This design comes from an exercise in tuning for small area, a short achievable clock period and few clock cycles on the open sky130 flow, not from production work. No functional check of the RTL was part of any run shown here.

**design/flow/constraint.sdc**
```tcl
create_clock -name core_clock -period 10.0 [get_ports {clk}]
set_input_delay 2.0000 -clock core_clock [delete_from_list [all_inputs] [get_ports {clk}]]
set_output_delay 2.0000 -clock core_clock [all_outputs]
set_load 0.01 [all_outputs]
```
**design/flow/config.mk**
```make
export PLATFORM = sky130hd
export DESIGN_NAME = dsl_cmac
export DESIGN_NICKNAME = dsl_cmac
export VERILOG_FILES = /design/flow/design.v
export SDC_FILE = /design/flow/constraint.sdc
export NUM_CORES = 8
export LEC_CHECK = 0
export CAP_MARGIN = 20
export CORE_MARGIN = 2
export CORE_UTILIZATION = 40
export CTS_BUF_LIST = sky130_fd_sc_hd__clkbuf_8 sky130_fd_sc_hd__clkbuf_16
export CTS_CLUSTER_DIAMETER = 100
export CTS_CLUSTER_SIZE = 20
export PLACE_DENSITY = 0.6
export SETUP_SLACK_MARGIN = 5.0
export SLEW_MARGIN = 20
export SYNTH_HIERARCHICAL = 1
export SYNTH_MINIMUM_KEEP_SIZE = 0
export TNS_END_PERCENT = 50
```
**design/flow/design.v**
```verilog
module aes_sbox (input wire [7:0] x, output wire [7:0] y);
    wire T1, T2, T3, T4, T5, T7, T9, T11, T12, T13, T16, T18, T19, T21, T22, T27, F0, F1, F2, F3, F4, F5, F6, F7, F8, F9, F10, F11, F12, F13, F14, F15, F16, F17, F18, F19, F20, X0, X1, X2, X3, X4, X5, X6, X7, X8, X9, X10, X11, X12, X13, X14, X15, X16, X17, X18, X19, X20, X21, X22, X23, X24, X25, X26, X27, X28, Pa0, Pa1, Pa2, Po3, M20_l, M20_r, M20, Pa4, Pa5, Pa6, Po7, M21_l, M21_r, M21, Po8, Pa9, Pa10, Pa11, M22_l, M22_r, M22, Pa12, Po13, Pa14, Pa15, M23_l, M23_r, M23, Q0, Q1, Q2, Q3, R0_0, R0_1, Q4, Q5, Q6, Q7, R1_0, R1_1, Q8, Q9, Q10, Q11, R2_0, R2_1, Q12, Q13, Q14, Q15, R3_0, R3_1, Q16, Q17, Q18, Q19, R4_0, R4_1, Q20, Q21, Q22, Q23, R5_0, R5_1, Q24, Q25, Q26, Q27, R6_0, R6_1, Q28, Q29, Q30, Q31, R7_0, R7_1;
    wire E0, E1, E2, E3;
    wire U0 = x[7], U1 = x[6], U2 = x[5], U3 = x[4], U4 = x[3], U5 = x[2], U6 = x[1], U7 = x[0];
    cm_xor2 g_T1 (.a(U0), .b(U3), .y(T1));
    cm_xor2 g_T2 (.a(U0), .b(U5), .y(T2));
    cm_xor2 g_T3 (.a(U0), .b(U6), .y(T3));
    cm_xor2 g_T4 (.a(U3), .b(U5), .y(T4));
    cm_xor2 g_T5 (.a(U4), .b(U6), .y(T5));
    cm_xor2 g_T7 (.a(U1), .b(U2), .y(T7));
    cm_xor2 g_T9 (.a(U7), .b(T7), .y(T9));
    cm_xor2 g_T11 (.a(U1), .b(U5), .y(T11));
    cm_xor2 g_T12 (.a(U2), .b(U5), .y(T12));
    cm_xor2 g_T13 (.a(T3), .b(T4), .y(T13));
    cm_xor2 g_T16 (.a(T5), .b(T12), .y(T16));
    cm_xor2 g_T18 (.a(U3), .b(U7), .y(T18));
    cm_xor2 g_T19 (.a(T7), .b(T18), .y(T19));
    cm_xor2 g_T21 (.a(U6), .b(U7), .y(T21));
    cm_xor2 g_T22 (.a(T7), .b(T21), .y(T22));
    cm_xor2 g_T27 (.a(T1), .b(T12), .y(T27));
    cm_xor2 g_F0 (.a(U0), .b(U4), .y(F0));
    cm_xor2 g_F1 (.a(U1), .b(U4), .y(F1));
    cm_xor2 g_F2 (.a(U3), .b(F0), .y(F2));
    cm_xor2 g_F3 (.a(U3), .b(U4), .y(F3));
    cm_xor2 g_F4 (.a(T7), .b(F3), .y(F4));
    cm_xor2 g_F5 (.a(U0), .b(T4), .y(F5));
    cm_xor2 g_F6 (.a(F1), .b(T3), .y(F6));
    cm_xor2 g_F7 (.a(U2), .b(T5), .y(F7));
    cm_xor2 g_F8 (.a(T4), .b(U6), .y(F8));
    cm_xor2 g_F9 (.a(U2), .b(U3), .y(F9));
    cm_xor2 g_F10 (.a(U5), .b(U6), .y(F10));
    cm_xor2 g_F11 (.a(F9), .b(F10), .y(F11));
    cm_xor2 g_F12 (.a(F0), .b(U7), .y(F12));
    cm_xor2 g_F13 (.a(U0), .b(U1), .y(F13));
    cm_xor2 g_F14 (.a(U4), .b(U7), .y(F14));
    cm_xor2 g_F15 (.a(F13), .b(F14), .y(F15));
    cm_xor2 g_F16 (.a(T7), .b(F14), .y(F16));
    cm_xor2 g_F17 (.a(U5), .b(T18), .y(F17));
    cm_xor2 g_F18 (.a(U5), .b(F14), .y(F18));
    cm_xor2 g_F19 (.a(U1), .b(T21), .y(F19));
    cm_xor2 g_F20 (.a(T11), .b(T21), .y(F20));
    cm_xor2 g_X0 (.a(F1), .b(F2), .y(X0));
    cm_xor2 g_X1 (.a(T27), .b(F1), .y(X1));
    cm_xor2 g_X2 (.a(U7), .b(T13), .y(X2));
    cm_xor2 g_X3 (.a(F19), .b(F10), .y(X3));
    cm_xor2 g_X4 (.a(F19), .b(F11), .y(X4));
    cm_xor2 g_X5 (.a(T18), .b(T22), .y(X5));
    cm_xor2 g_X6 (.a(X5), .b(X1), .y(X6));
    cm_xor2 g_X7 (.a(X0), .b(T27), .y(X7));
    cm_xor2 g_X8 (.a(F6), .b(U7), .y(X8));
    cm_xor2 g_X9 (.a(T2), .b(T16), .y(X9));
    cm_xor2 g_X10 (.a(U2), .b(F20), .y(X10));
    cm_xor2 g_X11 (.a(T18), .b(X8), .y(X11));
    cm_xor2 g_X12 (.a(X0), .b(U0), .y(X12));
    cm_xor2 g_X13 (.a(T7), .b(F0), .y(X13));
    cm_xor2 g_X14 (.a(T27), .b(X12), .y(X14));
    cm_xor2 g_X15 (.a(T5), .b(F17), .y(X15));
    cm_xor2 g_X16 (.a(X3), .b(X9), .y(X16));
    cm_xor2 g_X17 (.a(T27), .b(F14), .y(X17));
    cm_xor2 g_X18 (.a(F11), .b(F1), .y(X18));
    cm_xor2 g_X19 (.a(X13), .b(F8), .y(X19));
    cm_xor2 g_X20 (.a(X2), .b(T2), .y(X20));
    cm_xor2 g_X21 (.a(F13), .b(T7), .y(X21));
    cm_xor2 g_X22 (.a(F19), .b(X7), .y(X22));
    cm_xor2 g_X23 (.a(U7), .b(X1), .y(X23));
    cm_xor2 g_X24 (.a(F7), .b(T19), .y(X24));
    cm_xor2 g_X25 (.a(X22), .b(X1), .y(X25));
    cm_xor2 g_X26 (.a(X3), .b(X15), .y(X26));
    cm_xor2 g_X27 (.a(F13), .b(T18), .y(X27));
    cm_xor2 g_X28 (.a(T21), .b(X18), .y(X28));
    cm_nand2 g_Pa0 (.a(T13), .b(F16), .y(Pa0));
    cm_nand2 g_Pa1 (.a(F4), .b(T4), .y(Pa1));
    cm_nand2 g_Pa2 (.a(U2), .b(F18), .y(Pa2));
    cm_nor2 g_Po3 (.a(F12), .b(F19), .y(Po3));
    cm_xor2 g_M20_l (.a(Pa0), .b(Pa1), .y(M20_l));
    cm_xor2 g_M20_r (.a(Pa2), .b(Po3), .y(M20_r));
    cm_xor2 g_M20 (.a(M20_l), .b(M20_r), .y(M20));
    cm_nand2 g_Pa4 (.a(F0), .b(T5), .y(Pa4));
    cm_nand2 g_Pa5 (.a(T1), .b(F11), .y(Pa5));
    cm_nand2 g_Pa6 (.a(U5), .b(U7), .y(Pa6));
    cm_nor2 g_Po7 (.a(T9), .b(F17), .y(Po7));
    cm_xor2 g_M21_l (.a(Pa4), .b(Pa5), .y(M21_l));
    cm_xor2 g_M21_r (.a(Pa6), .b(Po7), .y(M21_r));
    cm_xor2 g_M21 (.a(M21_l), .b(M21_r), .y(M21));
    cm_nor2 g_Po8 (.a(U6), .b(F15), .y(Po8));
    cm_nand2 g_Pa9 (.a(T1), .b(F1), .y(Pa9));
    cm_nand2 g_Pa10 (.a(F5), .b(F7), .y(Pa10));
    cm_nand2 g_Pa11 (.a(F2), .b(T4), .y(Pa11));
    cm_xor2 g_M22_l (.a(Po8), .b(Pa9), .y(M22_l));
    cm_xor2 g_M22_r (.a(Pa10), .b(Pa11), .y(M22_r));
    cm_xor2 g_M22 (.a(M22_l), .b(M22_r), .y(M22));
    cm_nand2 g_Pa12 (.a(T2), .b(F20), .y(Pa12));
    cm_nor2 g_Po13 (.a(F7), .b(T9), .y(Po13));
    cm_nand2 g_Pa14 (.a(T7), .b(U6), .y(Pa14));
    cm_nand2 g_Pa15 (.a(F6), .b(F8), .y(Pa15));
    cm_xor2 g_M23_l (.a(Pa12), .b(Po13), .y(M23_l));
    cm_xor2 g_M23_r (.a(Pa14), .b(Pa15), .y(M23_r));
    cm_xor2 g_M23 (.a(M23_l), .b(M23_r), .y(M23));
    cm_nand2 g_Q0 (.a(E0), .b(X12), .y(Q0));
    cm_nand2 g_Q1 (.a(E1), .b(X16), .y(Q1));
    cm_nand2 g_Q2 (.a(E2), .b(X13), .y(Q2));
    cm_nand2 g_Q3 (.a(E3), .b(X27), .y(Q3));
    cm_xor2 g_R0_0 (.a(Q0), .b(Q1), .y(R0_0));
    cm_xor2 g_R0_1 (.a(Q2), .b(Q3), .y(R0_1));
    cm_xor2 g_y7 (.a(R0_0), .b(R0_1), .y(y[7]));
    cm_nand2 g_Q4 (.a(E0), .b(X18), .y(Q4));
    cm_nand2 g_Q5 (.a(E1), .b(X21), .y(Q5));
    cm_nand2 g_Q6 (.a(E2), .b(X5), .y(Q6));
    cm_nand2 g_Q7 (.a(E3), .b(X0), .y(Q7));
    cm_xor2 g_R1_0 (.a(Q4), .b(Q5), .y(R1_0));
    cm_xor2 g_R1_1 (.a(Q6), .b(Q7), .y(R1_1));
    cm_xnor2 g_y6 (.a(R1_0), .b(R1_1), .y(y[6]));
    cm_nand2 g_Q8 (.a(E0), .b(X17), .y(Q8));
    cm_nand2 g_Q9 (.a(E1), .b(X1), .y(Q9));
    cm_nand2 g_Q10 (.a(E2), .b(X3), .y(Q10));
    cm_nand2 g_Q11 (.a(E3), .b(X14), .y(Q11));
    cm_xor2 g_R2_0 (.a(Q8), .b(Q9), .y(R2_0));
    cm_xor2 g_R2_1 (.a(Q10), .b(Q11), .y(R2_1));
    cm_xnor2 g_y5 (.a(R2_0), .b(R2_1), .y(y[5]));
    cm_nand2 g_Q12 (.a(E0), .b(X9), .y(Q12));
    cm_nand2 g_Q13 (.a(E1), .b(X24), .y(Q13));
    cm_nand2 g_Q14 (.a(E2), .b(F0), .y(Q14));
    cm_nand2 g_Q15 (.a(E3), .b(X7), .y(Q15));
    cm_xor2 g_R3_0 (.a(Q12), .b(Q13), .y(R3_0));
    cm_xor2 g_R3_1 (.a(Q14), .b(Q15), .y(R3_1));
    cm_xor2 g_y4 (.a(R3_0), .b(R3_1), .y(y[4]));
    cm_nand2 g_Q16 (.a(E0), .b(X8), .y(Q16));
    cm_nand2 g_Q17 (.a(E1), .b(X4), .y(Q17));
    cm_nand2 g_Q18 (.a(E2), .b(X20), .y(Q18));
    cm_nand2 g_Q19 (.a(E3), .b(X19), .y(Q19));
    cm_xor2 g_R4_0 (.a(Q16), .b(Q17), .y(R4_0));
    cm_xor2 g_R4_1 (.a(Q18), .b(Q19), .y(R4_1));
    cm_xor2 g_y3 (.a(R4_0), .b(R4_1), .y(y[3]));
    cm_nand2 g_Q20 (.a(E0), .b(X28), .y(Q20));
    cm_nand2 g_Q21 (.a(E1), .b(X2), .y(Q21));
    cm_nand2 g_Q22 (.a(E2), .b(X11), .y(Q22));
    cm_nand2 g_Q23 (.a(E3), .b(X22), .y(Q23));
    cm_xor2 g_R5_0 (.a(Q20), .b(Q21), .y(R5_0));
    cm_xor2 g_R5_1 (.a(Q22), .b(Q23), .y(R5_1));
    cm_xor2 g_y2 (.a(R5_0), .b(R5_1), .y(y[2]));
    cm_nand2 g_Q24 (.a(E0), .b(X23), .y(Q24));
    cm_nand2 g_Q25 (.a(E1), .b(X11), .y(Q25));
    cm_nand2 g_Q26 (.a(E2), .b(F9), .y(Q26));
    cm_nand2 g_Q27 (.a(E3), .b(X26), .y(Q27));
    cm_xor2 g_R6_0 (.a(Q24), .b(Q25), .y(R6_0));
    cm_xor2 g_R6_1 (.a(Q26), .b(Q27), .y(R6_1));
    cm_xnor2 g_y1 (.a(R6_0), .b(R6_1), .y(y[1]));
    cm_nand2 g_Q28 (.a(E0), .b(X10), .y(Q28));
    cm_nand2 g_Q29 (.a(E1), .b(X25), .y(Q29));
    cm_nand2 g_Q30 (.a(E2), .b(X15), .y(Q30));
    cm_nand2 g_Q31 (.a(E3), .b(X6), .y(Q31));
    cm_xor2 g_R7_0 (.a(Q28), .b(Q29), .y(R7_0));
    cm_xor2 g_R7_1 (.a(Q30), .b(Q31), .y(R7_1));
    cm_xnor2 g_y0 (.a(R7_0), .b(R7_1), .y(y[0]));
    aes_gf16_inv u_inv (.d({M20, M21, M22, M23}), .e({E0, E1, E2, E3}));
endmodule
module aes_gf16_inv (input wire [3:0] d, output wire [3:0] e);
    wire M20 = d[3], M21 = d[2], M22 = d[1], M23 = d[0];
    wire M24 = M22 ^ M23;
    wire M25 = M22 & M20;
    wire M26 = M21 ^ M25;
    wire M27 = M20 ^ M21;
    wire M28 = M23 ^ M25;
    wire M29 = M28 & M27;
    wire M30 = M26 & M24;
    wire M31 = M20 & M23;
    wire M32 = M27 & M31;
    wire M33 = M27 ^ M25;
    wire M34 = M21 & M22;
    wire M35 = M24 & M34;
    wire M36 = M24 ^ M25;
    wire M37 = M21 ^ M29;
    wire M38 = M32 ^ M33;
    wire M39 = M23 ^ M30;
    wire M40 = M35 ^ M36;
    assign e = {M37, M38, M39, M40};
endmodule
module cm_xor2 (input wire a, input wire b, output wire y);
    assign y = a ^ b;
endmodule
module cm_xnor2 (input wire a, input wire b, output wire y);
    assign y = ~(a ^ b);
endmodule
module cm_nand2 (input wire a, input wire b, output wire y);
    assign y = ~(a & b);
endmodule
module cm_nor2 (input wire a, input wire b, output wire y);
    assign y = ~(a | b);
endmodule
module cm_mux2i (input wire a, input wire b, input wire s, output wire y);
    assign y = ~(s ? b : a);
endmodule
module aes_round (
    input  wire [127:0] state_in,
    input  wire [127:0] round_key,
    output wire [127:0] shifted,      
    output wire [127:0] mixed_n       
);
    wire [127:0] sub;
    genvar i, j, b;
    generate
        for (i = 0; i < 16; i = i + 1) begin : g_sub
            aes_sbox u_sbox (.x(state_in[127 - 8*i -: 8]), .y(sub[127 - 8*i -: 8]));
        end
        for (i = 0; i < 16; i = i + 1) begin : g_shift
            assign shifted[127 - 8*i -: 8] = sub[127 - 8*(((i / 4 + i % 4) % 4) * 4 + i % 4) -: 8];
        end
        for (i = 0; i < 4; i = i + 1) begin : g_mix
            wire [7:0] a [0:3];
            wire [7:0] p [0:3];
            wire [7:0] x [0:3];
            wire [7:0] q [0:3];
            wire [7:0] k [0:3];
            for (j = 0; j < 4; j = j + 1) begin : g_byte
                assign a[j] = shifted[127 - 32*i - 8*j -: 8];
            end
            for (j = 0; j < 4; j = j + 1) begin : g_col
                for (b = 0; b < 8; b = b + 1) begin : g_bit
                    cm_xor2 u_p (.a(a[j][b]), .b(a[(j + 1) % 4][b]), .y(p[j][b]));
                end
                assign x[j][7] = p[j][6];
                assign x[j][6] = p[j][5];
                assign x[j][5] = p[j][4];
                cm_xor2 u_x4 (.a(p[j][3]), .b(p[j][7]), .y(x[j][4]));
                cm_xor2 u_x3 (.a(p[j][2]), .b(p[j][7]), .y(x[j][3]));
                assign x[j][2] = p[j][1];
                cm_xor2 u_x1 (.a(p[j][0]), .b(p[j][7]), .y(x[j][1]));
                assign x[j][0] = p[j][7];
            end
            for (j = 0; j < 4; j = j + 1) begin : g_out
                for (b = 0; b < 8; b = b + 1) begin : g_bit
                    cm_xor2  u_k (.a(a[(j + 1) % 4][b]), .b(round_key[127 - 32*i - 8*j - (7 - b)]), .y(k[j][b]));
                    cm_xor2  u_q (.a(k[j][b]), .b(p[(j + 2) % 4][b]), .y(q[j][b]));
                    cm_xnor2 u_o (.a(q[j][b]), .b(x[j][b]), .y(mixed_n[127 - 32*i - 8*j - (7 - b)]));
                end
            end
        end
    endgenerate
endmodule
module aes_key_step (
    input  wire [127:0] key_in,
    input  wire [7:0]   rcon,
    output wire [127:0] key_out
);
    wire [31:0] w0 = key_in[127:96];
    wire [31:0] w1 = key_in[95:64];
    wire [31:0] w2 = key_in[63:32];
    wire [31:0] w3 = key_in[31:0];
    wire [31:0] sw;
    aes_sbox u_s0 (.x(w3[23:16]), .y(sw[31:24]));
    aes_sbox u_s1 (.x(w3[15:8]),  .y(sw[23:16]));
    aes_sbox u_s2 (.x(w3[7:0]),   .y(sw[15:8]));
    aes_sbox u_s3 (.x(w3[31:24]), .y(sw[7:0]));
    wire [31:0] w0r = w0 ^ {rcon, 24'd0};
    wire [31:0] c12, c123, n0, n1, n2, n3;
    genvar i;
    generate
        for (i = 0; i < 32; i = i + 1) begin : g_x
            cm_xor2 u_c12  (.a(w1[i]),   .b(w2[i]), .y(c12[i]));
            cm_xor2 u_c123 (.a(c12[i]),  .b(w3[i]), .y(c123[i]));
            cm_xor2 u_n0   (.a(w0r[i]),  .b(sw[i]), .y(n0[i]));
            cm_xor2 u_n1   (.a(n0[i]),   .b(w1[i]), .y(n1[i]));
            cm_xor2 u_n2   (.a(n0[i]),   .b(c12[i]), .y(n2[i]));
            cm_xor2 u_n3   (.a(n0[i]),   .b(c123[i]), .y(n3[i]));
        end
    endgenerate
    assign key_out = {n0, n1, n2, n3};
endmodule
module dsl_cmac (
    input  wire         clk,
    input  wire         rst_n,         
    input  wire         key_load,
    input  wire [127:0] key,
    input  wire         in_valid,
    output wire         in_ready,
    input  wire [31:0]  in_data,
    input  wire         in_last,
    input  wire [1:0]   in_nbytes,     
    output reg          tag_valid,
    output wire [127:0] tag
);
    reg  [127:0] key_r;         
    reg          kz;            
    reg  [127:0] k1;            
    reg  [127:0] aes_st;        
    reg  [127:0] rk;            
    reg  [3:0]   rnd;           
    reg          kmode;         
    reg          waitx;         
    reg          cur_last;      
    reg  [95:0]  buf_w;
    reg  [1:0]   bcnt;          
    reg          bpad;          
    reg          bpad80;        
    reg          bvirt;         
    reg          blast;         
    reg          bkey;          
    reg          c_mix;         
    reg          c_shift;       
    reg          c_hold;        
    reg          c_rk;          
    reg          c_buf;         
    reg          c_ks_key;      
    reg          c_ks_rk;       
    reg          c_kfin;        
    reg          c_kl;          
    reg  [7:0]   rcon;          
    wire bfull3 = (bcnt == 2'd3);
    assign in_ready = bfull3 ? (c_buf && !bvirt) : !bpad;
    assign tag      = aes_st;
    wire take     = in_valid && in_ready;
    wire take_buf = take && !bfull3;
    wire load     = c_buf && (bvirt || in_valid);
    reg [31:0] wport;           
    always @* begin
        wport = in_data;
        if (in_last) begin
            case (in_nbytes)
                2'd0: wport = {in_data[31:24], 8'h80, 16'h0};
                2'd1: wport = {in_data[31:16], 8'h80, 8'h0};
                2'd2: wport = {in_data[31:8],  8'h80};
                default: wport = in_data;
            endcase
        end
    end
    wire [31:0] wpadw = {bpad80, 31'd0};                     
    reg  [31:0] kword;          
    always @* begin
        case (bcnt)
            2'd0: kword = key_r[127:96];
            2'd1: kword = key_r[95:64];
            default: kword = key_r[63:32];
        endcase
        if (kz)
            kword = 32'd0;
    end
    wire [31:0] kword3 = kz ? 32'd0 : key_r[31:0];
    wire [31:0]  w3     = (bvirt ? wpadw : wport) ^ kword3;
    wire         last3  = bvirt ? blast : in_last;
    wire         whole3 = !bvirt && (in_nbytes == 2'd3);   
    wire [127:0] k2     = {k1[126:0], 1'b0} ^ (k1[127] ? 128'h87 : 128'h0);
    wire [127:0] bufop  = {buf_w, w3} ^ (last3 ? (whole3 ? k1 : k2) : 128'h0);
    wire [127:0] shifted, mixed_n;
    aes_round u_rd (.state_in(aes_st), .round_key(rk), .shifted(shifted), .mixed_n(mixed_n));
    wire [127:0] opb = (c_rk ? rk : 128'h0) ^ (load ? bufop : 128'h0);
    wire [127:0] oth = (c_shift ? shifted : 128'h0) | (c_hold ? aes_st : 128'h0);
    wire [127:0] oth_n, st_next;
    genvar gi;
    generate
        for (gi = 0; gi < 128; gi = gi + 1) begin : g_st
            cm_xnor2 u_x (.a(oth[gi]), .b(opb[gi]), .y(oth_n[gi]));
            cm_mux2i u_a (.a(oth_n[gi]), .b(mixed_n[gi]), .s(c_mix), .y(st_next[gi]));
        end
    endgenerate
    wire [127:0] rk_next;
    wire [127:0] ks_in = (c_ks_key ? key_r : 128'h0) | (c_ks_rk ? rk : 128'h0);
    aes_key_step u_ks (.key_in(ks_in), .rcon(rcon), .key_out(rk_next));
    wire [127:0] l_dbl = {aes_st[126:0], 1'b0} ^ (aes_st[127] ? 128'h87 : 128'h0);
    wire fin     = c_shift;     
    wire running = c_rk;        
    wire restart = key_load || !rst_n;    
    reg  [3:0] n_rnd;
    reg        n_kz, n_kmode, n_waitx, n_cur_last;
    reg  [1:0] n_bcnt;
    reg        n_bpad, n_bpad80, n_bvirt, n_blast, n_bkey;
    always @* begin
        n_kz    = key_load ? 1'b0 : kz;
        n_kmode = load ? bkey : (fin ? 1'b0 : kmode);
        n_rnd   = load ? 4'd1 : ((fin || !running) ? 4'd0 : rnd + 4'd1);
        n_cur_last = load ? last3 : cur_last;
        n_waitx = (fin && !cur_last && !kmode && !load) ? 1'b1 : (load ? 1'b0 : waitx);
        n_bcnt   = bcnt;
        n_bpad   = bpad;
        n_bpad80 = bpad80;
        n_bvirt  = bvirt;
        n_blast  = blast;
        n_bkey   = bkey;
        if (load) begin
            n_bcnt  = 2'd0;
            n_bvirt = 1'b0;
            n_blast = 1'b0;
            n_bkey  = 1'b0;
        end else if (take_buf || bpad) begin
            n_bcnt = bcnt + 2'd1;
            if (bcnt == 2'd2)
                n_bpad = 1'b0;
            else if (take_buf && in_last)
                n_bpad = 1'b1;
            n_bpad80 = take_buf && in_last && (in_nbytes == 2'd3);
            if (take_buf && in_last) begin
                n_bvirt = 1'b1;
                n_blast = 1'b1;
            end
        end
        if (restart) begin
            n_rnd = 4'd0;  n_kmode = 1'b0;  n_waitx = 1'b0;  n_cur_last = 1'b0;
            n_bcnt = 2'd0; n_bpad = 1'b1;   n_bpad80 = 1'b0; n_bvirt = 1'b1;
            n_blast = 1'b0; n_bkey = 1'b1;
        end
        if (!rst_n)
            n_kz = 1'b1;
    end
    wire n_fin     = (n_rnd == 4'd10);
    wire n_running = (n_rnd != 4'd0);
    wire n_ready   = (n_bcnt == 2'd3);
    wire n_ld_idle = !n_running && n_ready && !c_kfin;
    wire n_ld_fin  = n_fin && !n_cur_last && !n_kmode && n_ready;
    wire n_load    = n_ld_idle || n_ld_fin;
    reg  [7:0] n_rcon;
    always @* begin
        case (n_load ? 4'd1 : n_rnd + 4'd1)
            4'd1:  n_rcon = 8'h01;
            4'd2:  n_rcon = 8'h02;
            4'd3:  n_rcon = 8'h04;
            4'd4:  n_rcon = 8'h08;
            4'd5:  n_rcon = 8'h10;
            4'd6:  n_rcon = 8'h20;
            4'd7:  n_rcon = 8'h40;
            4'd8:  n_rcon = 8'h80;
            4'd9:  n_rcon = 8'h1b;
            4'd10: n_rcon = 8'h36;
            default: n_rcon = 8'h00;
        endcase
    end
    always @(posedge clk) begin
        if (take_buf || bpad)
            buf_w <= {buf_w[63:0], (bpad ? wpadw : wport) ^ kword};
        aes_st <= st_next;
        rk     <= rk_next;
        if (c_kl)
            k1 <= l_dbl;
    end
    always @(posedge clk) begin
        rnd      <= n_rnd;
        kz       <= n_kz;
        kmode    <= n_kmode;
        waitx    <= n_waitx;
        cur_last <= n_cur_last;
        bcnt     <= n_bcnt;
        bpad     <= n_bpad;
        bpad80   <= n_bpad80;
        bvirt    <= n_bvirt;
        blast    <= n_blast;
        bkey     <= n_bkey;
        c_mix    <= n_running && !n_fin;
        c_shift  <= n_fin;
        c_hold   <= n_waitx && !n_running;
        c_rk     <= n_running;
        c_buf    <= n_load;
        c_ks_key <= n_load && !n_kz;
        c_ks_rk  <= !n_load;
        c_kfin   <= n_fin && n_kmode;
        c_kl     <= c_kfin && !restart;
        rcon     <= n_rcon;
        if (key_load)
            key_r <= key;
        if (!rst_n)
            tag_valid <= 1'b0;
        else
            tag_valid <= fin && cur_last && !kmode;
    end
endmodule
```
**design/flow/standard.sh**
```bash
#!/bin/bash
# synth_recipe.tcl (not shown) runs the flow's synth.tcl, then flattens the netlist and writes it again
# the make line also repeats each setting of config.mk as NAME=value (left out here)
make -C /OpenROAD-flow-scripts/flow DESIGN_CONFIG=/design/flow/config.mk WORK_HOME=/design/flow/orfs CLKGATE_MAP_FILE= SYNTH_SCRIPT=/design/flow/synth_recipe.tcl "${@:-finish}"
```
**design/flow/flow/run.sh**
```bash
#!/bin/bash
set -eu -o pipefail
bash standard.sh synth > synth.log 2>&1
bash standard.sh "BUFFER_PORTS_ARGS=-buffer_cell sky130_fd_sc_hd__buf_1" finish > layout.log 2>&1
```
==> impl_results.md, run 1 <==
* Initial Utilization at about two fifths
* Rel. slew slack at ~23%
* CTS root buf: clkbuf_16
* Synth-to-layout area growth at 9.004%
* Aggregate routed wire length at between 200,000 and 250,000 um
* CP cell instances: buf_6 -> a22o_2 -> xor2_1 -> xor2_1 -> nand2_1 -> xor2_1 -> xor2_2 -> nor4b_1 -> a211o_1 -> nand2_1 -> xor2_1 -> xnor2_1 -> xor2_1 -> xor2_1
* Design area at 66,840 um^2
* CP max stage delay at approximately 0.6 ns
* Clock latency on the worst-skew pair at 0.67 ns
* Vias per cell at 5.333
* Antenna violations before repair at 8
* Core area at 152,100 um^2
* CP endpoint kind: flop
* CP Capture Point: rk[38]
* Final std cells w/o fill at 8,959
* Max Clock Freq at 206.6 MHz
* Worst R2R End: rk[38]
* Endpoints failing setup at 0
* Crit Path Class: flop to flop
* Vias in the first global route at 45,434
* Final Wtd Congestion at 0.9765
* RSZ-0062 raised after global routing: true
* Min-Delay Path Class: flop to flop
* Synth Flop Type: edfxtp_1
* DR pass1 iterations at 5
* Die X at 395.5 um
* Register bit total from synthesis at 641
* Syn_nets at 7,035
* Die area at 156,500 um^2
* GRT overflow at 0
* # DRC at 0
* Synthesized cell area at just over 60,000 um^2
* Minimum clock period at 4.841 ns
* GRT Overall Usage at a little over a quarter
* DR WL/cell at 24.87 um
* Via count at 47,777
* Clock buffer count from CTS at 42
* Multi-input logic area at 44,550 um^2
* Worst Path Required at 10.56 ns
* First-pass GRT wire length at between 300,000 and 400,000 um
* DP Cell Count at ~8,900
* Clock sinks at 641
* Met3 WL at ~18,000 um
* Crit Path Max Fanout at 35
* TritonCTS clock tree: done
* Cell count after synthesis at 6,856
* Ys Warns at 8
* Setup tns final at 0 ns
* Final ANT Viol Nets at 0
* CP most frequent cell: xor2_1
* Dpl hpwl at 173,800 um
* Post-synth EDFFs at 352
* Htree depth at 2
* Pins Over Slew Limit at 0
* Cell Area, Placed at 63,130 um^2
* Largest net degree at the start of global routing at ~130
* FFs w/ async S/R, synth at 0%
* Die Ht at approximately 400 um
* Worst setup SP type: flop
* Hold Path Cell Cnt at 2
* Layout cells sized above 1 at 8.415%
* Slew @ Worst Pin at 1.148 ns
* Worst setup path startpoint: c_ks_rk
* Clock tree buffer depth at 3
* Clock Skews at 0.04546 ns
* Synth cell types at 62
* Fill cell total of the finished layout at 14,974
* Register area share after synthesis at 26.67%
* Max-cap violations at 0
* Reg clk slew, reported paths at 0.09 ns
* Met1 Routed Length at 95,030 um
* R2R depth at 14
* Buffers on Ports at 296
* Reg area at 16,500 um^2
* DR iter-0 viols at 5,037
* Fin. Hold Viols at 0
* CP max-delay cell: dfxtp_4
* Final #Nets at 7,073
* WL met2 at 97,400 um
* Outcome: timing/DRC/antenna clean
* Critical path arrival at 5.41 ns
* Reg-to-Reg Start: c_ks_rk
* Highest routed layer: met4
* R2R Setup Slk at 5.16 ns
* Rows at 143
* IO Pins at 297
* Period utilization at 48.41%
* Syn Area/Cell at approximately 8.9 um^2
-- sequential cells by signal (all words and copies together), names as in the netlist, 2 cells and up --
register,count
k1,128
rk,128
bcnt,2
aes_st,128
buf_w,96
rcon,8
key_r,128
rnd,4
-- through the flow --
step	utilization, %	hold WS [ns]	setup slack (ns)
finish	43.95	0.4631	5.159
global route	43.95	0.4833	4.903
CTS	42.82	0.4646	4.794
detailed placement	41.51	0.4509	4.194
global placement	41.50	0.4419	4.171
floorplan	-	0.4204	5.178
-- what timing repair did --
item	in CTS	in global routing
pin swaps	1	5
endpoints found under the setup margin	244	256
buffers inserted	2	4
hold buffers	0	0
gates resized for setup	109	284
-- cell type report --
type                            count  area share, %
Sequential cell                   641          24.69
Clock inverter                     33         0.4006
Tap cell                         2030          3.800
Multi-Input combinational cell   5821          66.65
Inverter                           13        0.08423
Clock buffer                       45          1.668
Antenna cell                        1       0.003744
Timing Repair Buffer              375          2.707
-- cell usage after synthesis (4+ instances only) --
cell type  count  area (um^2)
nand2_1     1362         5112
dfxtp_1      289         5786
and3_1        20        125.1
nor2_1       229        859.6
nand2b_1      23        143.9
a211o_1       40        350.3
o22a_1        20        175.2
nor4b_1       40        350.3
nor3b_1       23        172.7
a21o_1        20        150.1
a22o_1       256         2242
o32a_1        20        200.2
buf_6         28        315.3
buf_4        212         1592
o21ai_0        6        30.03
xor2_1      2618        22930
nor2b_1       98        613.1
a22oi_1       33        247.7
xnor2_1      657         5754
mux2i_1      133         1331
edfxtp_1     352        10570
inv_1         12        45.04
a21oi_1      115        575.6
ha_1          12        150.1
buf_2         39        195.2
clkbuf_1      83        311.6
and2_1         4        25.02
a21oi_2       50        437.9
buf_1         19        71.32
-- cell usage in the layout (no fill, tap or decap), drive strengths merged, types with 33 or more instances in the layout --
master and n:
nor4b 41, edfxtp 352, nand2 1364, nor2b 98, clkbuf 46, xor2 2620
a22oi 33, dfxtp 289, inv 38, mux2i 133, a21oi 165, a22o 256
nor2 229, xnor2 658, buf 374, a211o 40
-- modules after synthesis, one instance, submodules excluded, excerpt --
module / flip-flops and latches / cells / area [um^2] / copies in the design
cm_xnor2: 0 / 1 / 8.758 / 336
aes_gf16_inv: 0 / 19 / 148.9 / 20
cm_nand2: 0 / 1 / 3.754 / 880
dsl_cmac: 641 / 2460 / 27810 / 1
cm_xor2: 0 / 1 / 8.758 / 2584
cm_nor2: 0 / 1 / 3.754 / 80
cm_mux2i: 0 / 1 / 10.01 / 128
-- worst max-delay path: cells and delay by family, from the launching register on --
kind            cells  cell delay [ns]
xor+xnor            8             2.53
compound gates      2             0.71
flops               1             0.59
buf+inv             1             0.32
simple gates        3             0.56
-- layer usage --
layer  global-route usage [%]  vias to the layer above
li1                         -                    21847
met1                    37.51                    23489
met2                    41.67                     2055
met3                    4.029                      386
met4                    13.91                        0
met5                        0                        -
-- cell families after synthesis --
group           synth area share (%)
buf+inv                        4.140
flops                          26.67
mux                            2.171
compound gates                 7.456
simple gates                   12.41
xor+xnor                       46.91
fa+ha+maj                     0.2448
-- worst min path at each step --
stage	start	endpoint
after floorplan	c_kfin	c_kl
after global placement	waitx	waitx
after detailed placement	bkey	bkey
after CTS	bkey	bkey
after global routing	c_kfin	c_kl
final	bkey	bkey
==> inputs of run 2 (changes only) <==
==> design/flow/flow/run.sh (replaced) <==
#!/bin/bash
set -eu -o pipefail
bash standard.sh synth > synth.log 2>&1
bash standard.sh "BUFFER_PORTS_ARGS=-buffer_cell sky130_fd_sc_hd__buf_1" "SETUP_SLACK_MARGIN=5.4" finish > layout.log 2>&1
==> run 2 against run 1 <==
  * Critical path depth shrank 4
  * Maximum frequency up 4.7%
  * Die area stayed put
  * Routed wire length increased by 1.6%
  * Final area up 3.9%
  * Global-route usage rose by 0.34 points
  * Synthesized cell count unchanged
  * Register-to-register slack better by 0.32 ns
==> impl_results.md, run 2 <==
* Register bit total from synthesis at 641 (unchanged)
* Hold slack at 0.4617 ns (-0.001381 ns)
* Met3 usage at 3.868% (-0.16 points)
* Rows at 143 (unchanged)
* Gr busiest metal: met2
* Min-Delay Path Class: flop to flop
* Aggregate routed wire length at 226,300 um (+1.6%)
* FFs w/ async S/R, synth at 0% (unchanged)
* Fill cell total of the finished layout at 14,620 (-2.4%)
* Hold Startpoint: waitx
* Period utilization at 46.24% (-2.2 points)
* DR WL/cell at 25.11 um (+0.95%)
* Syn_nets at 7,035 (unchanged)
* Most frequent cells in the layout: xor2_1, nand2_1, xnor2_1
* Max Clock Freq at 216.2 MHz (+4.7%)
* DR pass1 iterations at 6 (+1)
* Outcome: timing/DRC/antenna clean
* Setup tns final at 0 ns (unchanged)
* Crit Path Max Fanout at 56 (+60%)
* Die Ht at 395.5 um (unchanged)
* # hold bufs at CTS at 0 (unchanged)
* Dpl hpwl at 174,800 um (+0.58%)
* Most common cell after layout, fill and taps aside: xor2_1
* IO Pins at 297 (unchanged)
* GRT overflow at 0 (unchanged)
* Clock buffer count from CTS at 42 (unchanged)
* Initial Utilization at 40.32% (unchanged)
* Antenna violations before repair at 10 (+2)
* Pins Over Slew Limit at 0 (unchanged)
* Critical path arrival at 5.11 ns (-0.30 ns)
* Synth Flop Type: edfxtp_1
* GR Util met2 at 42.22% (+0.55 points)
* DR iter-0 viols at 5,016 (-0.42%)
* Cell count after synthesis at 6,856 (unchanged)
* Most frequent cells after synthesis: xor2_1, nand2_1, xnor2_1, edfxtp_1, dfxtp_1
* Vias in the first global route at 45,667 (+0.51%)
* Synth cell types at 62 (unchanged)
* Core area at 152,100 um^2 (unchanged)
* Largest area contributor in the netlist: xor2_1
* Worst setup SP type: primary input
* Clock Skews at 0.03771 ns (-0.007751 ns)
* Top cell type's share of synthesized area at 37.39% (unchanged)
* Buffers on Ports at 296 (unchanged)
* Design area at 69,440 um^2 (+3.9%)
* Cell Area, Placed at 63,130 um^2 (about the same)
* Reg-to-Reg Start: aes_st[111]
* CTS root buf: clkbuf_16
* Crit Path Class: primary input to flop
* Clock sinks at 641 (unchanged)
* Final Wtd Congestion at 0.9667 (-1.0%)
* Die area at 156,500 um^2 (unchanged)
* Endpoints failing setup at 0 (unchanged)
* Die X at 395.5 um (unchanged)
* Vias per cell at 5.356 (+0.43%)
* Synth-to-layout area growth at 13.24%
* RSZ-0062 raised after global routing: true
* Synth area leaders: xor2_1, edfxtp_1, dfxtp_1, xnor2_1, nand2_1
* Layout cells sized above 1 at 12.21% (+3.8 points)
* Hold Path Sink: waitx
* Post-synth EDFFs at 352 (unchanged)
* GRT Overall Usage at 27.70% (+0.34 points)
* Hold Path Cell Cnt at 2 (unchanged)
* GR Util met1 at 38.15% (+0.64 points)
* TritonCTS clock tree: done
* Final #Nets at 7,123 (+0.71%)
* Top-count cell post-synth: xor2_1
* Rel. slew slack at 21.17% (-1.7 points)
* Reg clk slew, reported paths at 0.08 ns (about the same)
* Ys Warns at 8 (unchanged)
* Clock latency on the worst-skew pair at 0.65 ns (-0.02 ns)
* Worst Path Required at 10.48 ns (-0.08 ns)
* Worst R2R End: aes_st[57]
* Max-cap violations at 0 (unchanged)
* Syn Area/Cell at 8.944 um^2 (unchanged)
* Largest net degree at the start of global routing at 138 (+7.0%)
* Minimum clock period at 4.624 ns (-0.2168 ns)
* Worst setup path startpoint: in_nbytes[1]
* CP endpoint kind: flop
* # DRC at 0 (unchanged)
* R2R Setup Slk at 5.48 ns (+0.32 ns)
* Slew @ Worst Pin at 1.174 ns (+0.02589 ns)
* Htree depth at 2 (unchanged)
* Final ANT Viol Nets at 0 (unchanged)
* Fin. Hold Viols at 0 (unchanged)
* First-pass GRT wire length at 321,800 um (+0.95%)
* R2R depth at 14 (unchanged)
* Register area share after synthesis at 26.67% (unchanged)
* Synthesized cell area at 61,320 um^2 (unchanged)
* Clock tree buffer depth at 3 (unchanged)
* Via count at 48,265 (+1.0%)
[run 2: final cells by class]
type,instances,area (um^2),area share (%)
diodes,6,15.01,0.02162
flip-flops and latches,641,16600,23.90
clock inverters,30,209.0,0.3009
repair buffers,425,2376,3.422
well taps,2030,2540,3.658
inverters,13,56.30,0.08108
multi-input cells,5821,46500,66.96
clock buffers,46,1151,1.658
[run 2: cells by family after synthesis]
logic type / share of synthesized area [%]
simple gates: 12.41
buf+inv: 4.140
flops: 26.67
fa+ha+maj: 0.2448
xor+xnor: 46.91
mux: 2.171
compound gates: 7.456
[run 2: how the worst max path moves through the flow]
stage	to	depth (start not counted)
2_1_floorplan	bpad	5
3_3_place_gp	rk[31]	14
3_5_place_dp	rk[63]	14
4_1_cts	rk[14]	14
5_1_grt	aes_st[64]	10
6_report	aes_st[102]	10
[run 2: per-stage QoR]
stage	std cells	setup slack [ns]	utilization [%]
3_5_place_dp	8869	4.120	41.51
3_3_place_gp	8869	4.304	41.51
5_1_grt	9007	5.304	45.65
6_report	9012	5.376	45.66
2_1_floorplan	6856	5.359	-
4_1_cts	8960	5.307	43.91
[run 2: Yosys stat by module (local to each module, per instance), a selection]
module,cell area [um^2],copies in the design,flip-flops and latches
cm_xor2,8.758,2584,0
cm_nor2,3.754,80,0
cm_nand2,3.754,880,0
aes_gf16_inv,148.9,20,0
cm_xnor2,8.758,336,0
aes_key_step,70.07,1,0
cm_mux2i,10.01,128,0
dsl_cmac,27810,1,641
[run 2: repair_timing]
action                     CTS  global route
gates cloned                 0             0
setup endpoints to repair  256           259
resized for setup          374           324
pin swaps                    7            27
setup buffers               15            46
[run 2: worst max-delay path, cell delays in order]
cell     delay, ns
buf_1         0.47
and3b_4       0.69
buf_4         0.68
nand2_1       0.28
a21oi_2       0.26
xnor2_1       0.15
nor2_1        0.06
xnor2_1       0.22
xnor2_1       0.13
mux2i_1       0.08
[run 2: metal layers]
metal / vias up / wire [um]
li1: 21848 / -
met1: 23746 / 95990
met2: 2269 / 99420
met3: 398 / 17560
met4: 4 / 13300
met5: - / 30
==> inputs of run 3 (changes only) <==
==> design/flow/flow/run.sh (replaced) <==
#!/bin/bash
set -eu -o pipefail
bash standard.sh synth > synth.log 2>&1
bash standard.sh "BUFFER_PORTS_ARGS=-buffer_cell sky130_fd_sc_hd__buf_1" "SETUP_SLACK_MARGIN=5.8" finish > layout.log 2>&1
==> run 3 against run 2 <==
  * Still clean on timing, DRC and antenna
  * Non-clock buffer count is 463 higher
  * Hold slack better by 0.0078 ns
  * Synthesized cell count stayed put
  * Utilization is 5.0 points higher
  * Register-to-register slack better by 0.30 ns
  * Highest routed layer is now met4
==> impl_results.md, run 3 <==
* Clock latency on the worst-skew pair at 0.66 ns (about the same)
* Largest area contributor in the netlist: xor2_1
* Layout cells sized above 1 at 21.66% (+9.4 points)
* Post-synth EDFFs at 352 (unchanged)
* Dpl ws at 3.960 ns (-0.1607 ns)
* Ys Warns at 8 (unchanged)
* Largest net degree at the start of global routing at 129 (-6.5%)
* CP max stage delay at 0.45 ns (-0.24 ns)
* CP cell instances: buf_12 -> buf_16 -> a22o_4 -> xor2_1 -> xor2_1 -> nand2_1 -> xor2_1 -> xor2_2 -> buf_4 -> xor2_1 -> o22a_2 -> nand2_1 -> xor2_1 -> xnor2_1 -> xor2_1 -> xor2_1
* Final ANT Viol Nets at 0 (unchanged)
* Die Ht at 395.5 um (unchanged)
* TritonCTS clock tree: done
* Clock Skews at 0.03155 ns (-0.006164 ns)
* Gr busiest metal: met2
* Synth-to-layout area growth at 25.71%
* DR iter-0 viols at 5,237 (+4.4%)
* Most frequent cells in the layout: xor2_1, nand2_1, xnor2_1
* Vias in the first global route at 46,378 (+1.6%)
* DR pass1 iterations at 6 (unchanged)
* Most common cell after layout, fill and taps aside: xor2_1
* Period utilization at 42.17% (-4.1 points)
* Final #Nets at 7,600 (+6.7%)
* Buffers on Ports at 296 (unchanged)
* Most frequent cells after synthesis: xor2_1, nand2_1, xnor2_1, edfxtp_1, dfxtp_1
* Register area share after synthesis at 26.67% (unchanged)
* Worst Path Required at 10.53 ns (+0.05 ns)
* Syn_nets at 7,035 (unchanged)
* Reg clk slew, reported paths at 0.10 ns (+0.02 ns)
* Outcome: timing/DRC/antenna clean
* Top-count cell post-synth: xor2_1
* Htree depth at 2 (unchanged)
* # DRC at 0 (unchanged)
* Via count at 50,731 (+5.1%)
* Post-synthesis xor/xnor area fraction at 46.91% (unchanged)
* RSZ-0062 raised after global routing: true
* Synth area leaders: xor2_1, edfxtp_1, dfxtp_1, xnor2_1, nand2_1
* Top cell type's share of synthesized area at 37.39% (unchanged)
* DR WL/cell at 25.31 um (+0.79%)
* Critical path arrival at 4.75 ns (-0.36 ns)
* Clock sinks at 641 (unchanged)
* GR Util met1 at 38.78% (+0.63 points)
* GRT overflow at 0 (unchanged)
* Mux contribution to synthesized area at 2.171% (unchanged)
* Final Wtd Congestion at 0.9855 (+1.9%)
* GRT Overall Usage at 28.23% (+0.53 points)
* CP most frequent cell: xor2_1
* Synth Area in Compound Gates at 7.456% (unchanged)
* Syn Area/Cell at 8.944 um^2 (unchanged)
* Post-synthesis adder-cell area fraction at 0.2448% (unchanged)
* Setup ws final at 5.783 ns (+0.4069 ns)
* CP max-delay cell: xor2_1
* Met3 usage at 3.641% (-0.23 points)
* Core area at 152,100 um^2 (unchanged)
* IO Pins at 297 (unchanged)
* Worst setup SP type: flop
* Register bit total from synthesis at 641 (unchanged)
* Aggregate routed wire length at 240,200 um (+6.1%)
* Cell count after synthesis at 6,856 (unchanged)
* Endpoints failing setup at 0 (unchanged)
* Minimum clock period at 4.217 ns (-0.4069 ns)
* Fin. Hold Viols at 0 (unchanged)
* Slew @ Worst Pin at 1.270 ns (+0.09555 ns)
* Largest family of logic cells by synthesized area: XOR/XNOR gates
* Max Clock Freq at 237.1 MHz (+9.6%)
* Rel. slew slack at 15.36% (-5.8 points)
* First-pass GRT wire length at 327,100 um (+1.7%)
* Synthesized cell area at 61,320 um^2 (unchanged)
* Antenna violations before repair at 12 (+2)
* Clock buffer count from CTS at 41 (-2.4%)
* CTS root buf: clkbuf_16
* Crit Path Max Fanout at 37 (-34%)
* FFs w/ async S/R, synth at 0% (unchanged)
* Setup tns final at 0 ns (unchanged)
* Fill cell total of the finished layout at 13,884 (-5.0%)
* Clock tree buffer depth at 3 (unchanged)
* Initial Utilization at 40.32% (unchanged)
* Vias per cell at 5.346 (-0.17%)
* GR Util met2 at 43.88% (+1.7 points)
* Dpl hpwl at 173,500 um (-0.70%)
* Die area at 156,500 um^2 (unchanged)
* Synth cell types at 62 (unchanged)
* Synth Flop Type: edfxtp_1
* Die X at 395.5 um (unchanged)
* Min-Delay Path Class: flop to flop
* Pins Over Slew Limit at 0 (unchanged)
* CP endpoint kind: flop
* Crit Path Class: flop to flop
* Rows at 143 (unchanged)
* Simple-Gate Fraction of Synth Area at 12.41% (unchanged)
* Max-cap violations at 0 (unchanged)
==> run 3: changes by cell type in the layout (fill, tap and decap cells not counted), sizes merged <==
cell and delta:
buf +453, bufinv +1, xor2 +12, clkinvlp -2
clkbuf +4, nand3b +1, and3b +1, clkinv +2
a22o +1, bufbuf +4
==> run 3: kinds of logic (layout without fill, tap and decap cells) <==
logic type | Yosys count | after routing
buffers and inverters | 394 | 976
muxes | 133 | 133
other | 0 | 6
DFF | 641 | 641
xor gates and xnor gates | 3279 | 3291
and+or+nand+nor | 1819 | 1821
AOI/OAI and AO/OA | 578 | 579
adders and majority gates | 12 | 12
==> run 3: what timing repair did <==
action                     CTS  global route
resized for setup          761           493
hold buffers                 0             0
gates cloned                 5            16
buffers inserted           104           412
setup endpoints to repair  266           260
pin swaps                   65           205
==> run 3: metal layers <==
layer | vias to the layer above | part of all wire [%] | routed length [um]
met1 | 25146 | 41 | 98280
met4 | 0 | 6.1 | 14540
li1 | 22661 | - | -
met2 | 2457 | 45 | 107400
met3 | 467 | 8.3 | 19960
met5 | - | 0 | 0
==> run 3: final cells by class <==
| type | instances | area [um^2] | share of cell area (%) |
|---|---|---|---|
| Clock buffer | 44 | 1090 | 1.414 |
| Sequential cell | 641 | 16790 | 21.79 |
| Clock inverter | 31 | 232.7 | 0.3019 |
| Timing Repair Buffer | 888 | 6335 | 8.218 |
| Multi-Input combinational cell | 5836 | 50020 | 64.89 |
| Tap cell | 2030 | 2540 | 3.295 |
| Antenna cell | 6 | 15.01 | 0.01948 |
| Inverter | 13 | 56.30 | 0.07304 |
==> run 3: worst paths after layout <==
path | startpoint | end | slack [ns] | cells after the start
worst max-delay path | c_ks_key | rk[22] | 5.78 | 16
worst min-delay path | bkey | bkey | 0.47 | 2
worst max register to register | c_ks_key | rk[22] | 5.78 | 16
worst min register to register | bkey | bkey | 0.47 | 2
==> run 3: per-stage QoR <==
stage	hold WS, ns	instances	util (%)	area, um^2
2_1_floorplan	0.4204	6856	-	61340
3_3_place_gp	0.4427	8871	41.52	63140
3_5_place_dp	0.4567	8871	41.52	63150
4_1_cts	0.4690	9055	46.15	70190
5_1_grt	0.4863	9484	50.68	77070
6_report	0.4695	9489	50.69	77090
==> run 3: Yosys stat by module, one instance, submodules excluded, a selection <==
module / flip-flops and latches / cells inside / cell area, um^2 / times used
cm_nand2: 0 / 1 / 3.754 / 880
aes_key_step: 0 / 8 / 70.07 / 1
cm_xnor2: 0 / 1 / 8.758 / 336
cm_nor2: 0 / 1 / 3.754 / 80
dsl_cmac: 641 / 2460 / 27810 / 1
aes_gf16_inv: 0 / 19 / 148.9 / 20
==> run 3: critical path, delay by kind of cell (launching register included) <==
kind	cells	cell delay, ns
AOI/OAI and AO/OA	2	0.62
xor gates and xnor gates	9	2.29
buffers and inverters	3	0.56
DFF	1	0.39
and+or+nand+nor	2	0.20
==> inputs of run 4 (changes only) <==
==> design/flow/flow/run.sh (replaced) <==
#!/bin/bash
set -eu -o pipefail
bash standard.sh synth > synth.log 2>&1
bash standard.sh "BUFFER_PORTS_ARGS=-buffer_cell sky130_fd_sc_hd__buf_1" "SETUP_SLACK_MARGIN=5.6" finish > layout.log 2>&1
==> run 4 against run 3 <==
  * Critical path type unchanged
  * Critical endpoint is now aes_st[54]
  * Utilization decreased by 3.4 points
  * Via count decreased by 3.3%
  * Clock skew increased by 0.0020 ns
  * Flip-flop and latch count unchanged
  * Final area decreased by 6.6%
  * Global-route usage decreased by 0.34 points
  * Clock-buffer cell count increased by 2
  * Non-clock buffer count decreased by 334
  * Routed wire length decreased by 4.2%
  * Synthesized area unchanged
  * Maximum frequency decreased by 2.8%
==> impl_results.md, run 4 <==
* IO Pins at 297 (unchanged)
* GRT Overall Usage at 27.89% (-0.34 points)
* Reg clk slew, reported paths at 0.09 ns (about the same)
* Rows at 143 (unchanged)
* Post-synthesis adder-cell area fraction at 0.2448% (unchanged)
* Largest net degree at the start of global routing at 138 (+7.0%)
* Post-synth EDFFs at 352 (unchanged)
* Crit Path Class: flop to flop
* Aggregate routed wire length at 230,100 um (-4.2%)
* Synth Flop Type: edfxtp_1
* Most common cell after layout, fill and taps aside: xor2_1
* Setup tns final at 0 ns (unchanged)
* Clock buffer count from CTS at 42 (+2.4%)
* Endpoints failing setup at 0 (unchanged)
* Period utilization at 43.39% (+1.2 points)
* Synth area leaders: xor2_1, edfxtp_1, dfxtp_1, xnor2_1, nand2_1
* RSZ-0062 raised after global routing: true
* CP endpoint kind: flop
* Minimum clock period at 4.339 ns (+0.1220 ns)
* Max-cap violations at 0 (unchanged)
* Fin. Hold Viols at 0 (unchanged)
* Top cell type's share of synthesized area at 37.39% (unchanged)
* Syn Area/Cell at 8.944 um^2 (unchanged)
* Reg area at 16,740 um^2 (-0.34%)
* Initial Utilization at 40.32% (unchanged)
* # DRC at 0 (unchanged)
* Buffers on Ports at 296 (unchanged)
* DR pass1 iterations at 6 (unchanged)
* Register bit total from synthesis at 641 (unchanged)
* Setup ws final at 5.661 ns (-0.1220 ns)
* Crit Path Max Fanout at 8 (-78%)
* Clock sinks at 641 (unchanged)
* Most frequent cells after synthesis: xor2_1, nand2_1, xnor2_1, edfxtp_1, dfxtp_1
* Die Ht at 395.5 um (unchanged)
* Die X at 395.5 um (unchanged)
* FFs w/ async S/R, synth at 0% (unchanged)
* Worst setup SP type: flop
* Synth cell types at 62 (unchanged)
* Critical path arrival at 4.85 ns (+0.10 ns)
* Synthesized cell area at 61,320 um^2 (unchanged)
* Multi-input logic area at 47,710 um^2 (-4.6%)
* Synth Area in Compound Gates at 7.456% (unchanged)
* Simple-Gate Fraction of Synth Area at 12.41% (unchanged)
* Min-Delay Path Class: flop to flop
* Clock latency on the worst-skew pair at 0.65 ns (about the same)
* Worst Path Required at 10.51 ns (-0.02 ns)
* Htree depth at 2 (unchanged)
* Outcome: timing/DRC/antenna clean
* Dpl ws at 4.120 ns (+0.1607 ns)
* Design area at 71,990 um^2 (-6.6%)
* Clock tree buffer depth at 3 (unchanged)
* Rel. slew slack at 20.83% (+5.5 points)
* Dpl hpwl at 174,800 um (+0.71%)
* Final #Nets at 7,257 (-4.5%)
* Synth-to-layout area growth at 17.39%
* Top-count cell post-synth: xor2_1
* Slew @ Worst Pin at 1.179 ns (-0.09041 ns)
* Via count at 49,069 (-3.3%)
* DR WL/cell at 25.17 um (-0.57%)
* DP Cell Count at 8,869 (-0.023%)
* Ys Warns at 8 (unchanged)
* Layout cells sized above 1 at 15.34% (-6.3 points)
* Most frequent cells in the layout: xor2_1, nand2_1, xnor2_1
* Core area at 152,100 um^2 (unchanged)
* Final Wtd Congestion at 0.9667 (-1.9%)
* Syn_nets at 7,035 (unchanged)
* Antenna violations before repair at 17 (+5)
* Largest area contributor in the netlist: xor2_1
* Post-synthesis xor/xnor area fraction at 46.91% (unchanged)
* First-pass GRT wire length at 323,900 um (-0.99%)
* DR iter-0 viols at 5,221 (-0.31%)
* # hold bufs at CTS at 0 (unchanged)
* Pins Over Slew Limit at 0 (unchanged)
* Final ANT Viol Nets at 0 (unchanged)
* Max Clock Freq at 230.4 MHz (-2.8%)
* Final std cells w/o fill at 9,144 (-3.6%)
* Cell count after synthesis at 6,856 (unchanged)
* Clock Skews at 0.03358 ns (+0.002036 ns)
* Die area at 156,500 um^2 (unchanged)
* TritonCTS clock tree: done
* Cell Area, Placed at 63,130 um^2 (about the same)
* Fill cell total of the finished layout at 14,307 (+3.0%)
* GRT overflow at 0 (unchanged)
* Vias per cell at 5.366 (+0.37%)
* Final Util at 47.33% (-3.4 points)
* Largest family of logic cells by synthesized area: XOR/XNOR gates
* CTS root buf: clkbuf_16
* Register area share after synthesis at 26.67% (unchanged)
* Vias in the first global route at 46,186 (-0.41%)
* Mux contribution to synthesized area at 2.171% (unchanged)
==> run 4: cell counts after synthesis <==
No cell type changed its count.
==> run 4: worst paths after layout <==
kind | to | cells past startpoint | slack (ns) | start
worst max-delay path | aes_st[54] | 15 | 5.66 | aes_st[61]
worst min-delay path | waitx | 2 | 0.46 | waitx
worst max register to register | aes_st[54] | 15 | 5.66 | aes_st[61]
worst min register to register | waitx | 2 | 0.46 | waitx
==> run 4: critical path, stage by stage (launching register included) <==
cell and delay, ns:
dfxtp_1 0.46, buf_4 0.25, xor2_1 0.28, xor2_2 0.27, nand2_1 0.10, xor2_1 0.29
xor2_2 0.18, nor4b_1 0.39, a211o_2 0.28, nand2_1 0.09, xor2_1 0.22, xnor2_2 0.50
xor2_1 0.42, xor2_1 0.21, xnor2_1 0.15, mux2i_1 0.09
==> run 4: per-layer routing <==
layer  wire [um]  global-route usage (%)  vias to the layer above
li1            -                       -                    22079
met5          11                       0                        -
met3       18760                   3.547                      450
met1       95880                   38.50                    24268
met2      101400                   42.66                     2270
met4       14100                   14.20                        2
==> run 4: cell families (layout without fill, tap and decap cells) <==
logic type	Yosys count	after routing
xor gates and xnor gates	3279	3282
adders and majority gates	12	12
DFF	641	641
muxes	133	133
and+or+nand+nor	1819	1821
AOI/OAI and AO/OA	578	578
other	0	4
buffers and inverters	394	643
==> run 4: timing repair <==
action,CTS,global route
setup buffers,49,139
setup endpoints to repair,258,261
cloned,0,7
pin swaps,30,84
resized for setup,544,382
==> run 4: Yosys stat by module, one instance, submodules excluded, a selection <==
module / flops+latches / cell area, um^2 / cells inside
cm_xnor2: 0 / 8.758 / 1
cm_nor2: 0 / 3.754 / 1
aes_key_step: 0 / 70.07 / 8
cm_mux2i: 0 / 10.01 / 1
cm_nand2: 0 / 3.754 / 1
cm_xor2: 0 / 8.758 / 1
aes_gf16_inv: 0 / 148.9 / 19
dsl_cmac: 641 / 27810 / 2460
==> run 4: final cells by class <==
class,count,area share [%]
clock buffers,46,1.599
diodes,4,0.01391
multi-input cells,5826,66.28
inverters,13,0.07822
well taps,2030,3.528
repair buffers,554,4.955
clock inverters,30,0.2903
flip-flops and latches,641,23.25
==> run 4: through the flow <==
stage	hold slack, ns
floorplan	0.4204
global placement	0.4386
detailed placement	0.4445
CTS	0.4701
global route	0.4883
finish	0.4615

[afterwards: timing with drivers on the ports]
No port has a modelled driver above. Below, the same layouts with a new extraction and two added sets of constraints.
Step 1 (the two cells are an assumption about what drives the block):
set clk [get_ports {clk}]
set_driving_cell -lib_cell sky130_fd_sc_hd__clkbuf_16 $clk
set_driving_cell -lib_cell sky130_fd_sc_hd__buf_2 [delete_from_list [all_inputs] $clk]
Step 2 moves the port delays by t, midway between the first and last clock arrival at a register: inputs arrive t later, outputs are due t later. That takes back most of the time a late clock gives input paths.
a / b / c = no drivers / after step 1 / after step 2; a / b = the first two.
run | t, ns | setup WS [ns] | worst setup path after step 2 | clock arrival spread, ns | slew at the worst register clock pin (ns)
run 1 | 0.721 | 5.159 / 5.159 / 4.591 | input to register | 0.047 / 0.048 | 0.09 / 0.09
run 2 | 0.714 | 5.376 / 5.393 / 4.679 | input to register | 0.049 / 0.049 | 0.10 / 0.10
run 3 | 0.722 | 5.783 / 5.783 / 5.091 | input to register | 0.037 / 0.037 | 0.10 / 0.10
run 4 | 0.718 | 5.661 / 5.661 / 5.028 | input to register | 0.043 / 0.043 | 0.10 / 0.10
After both steps every run listed still meets setup and hold. The setup slack of run 2, which loses most, moves by +0.017 ns with the drivers and by -0.697 ns with both steps.
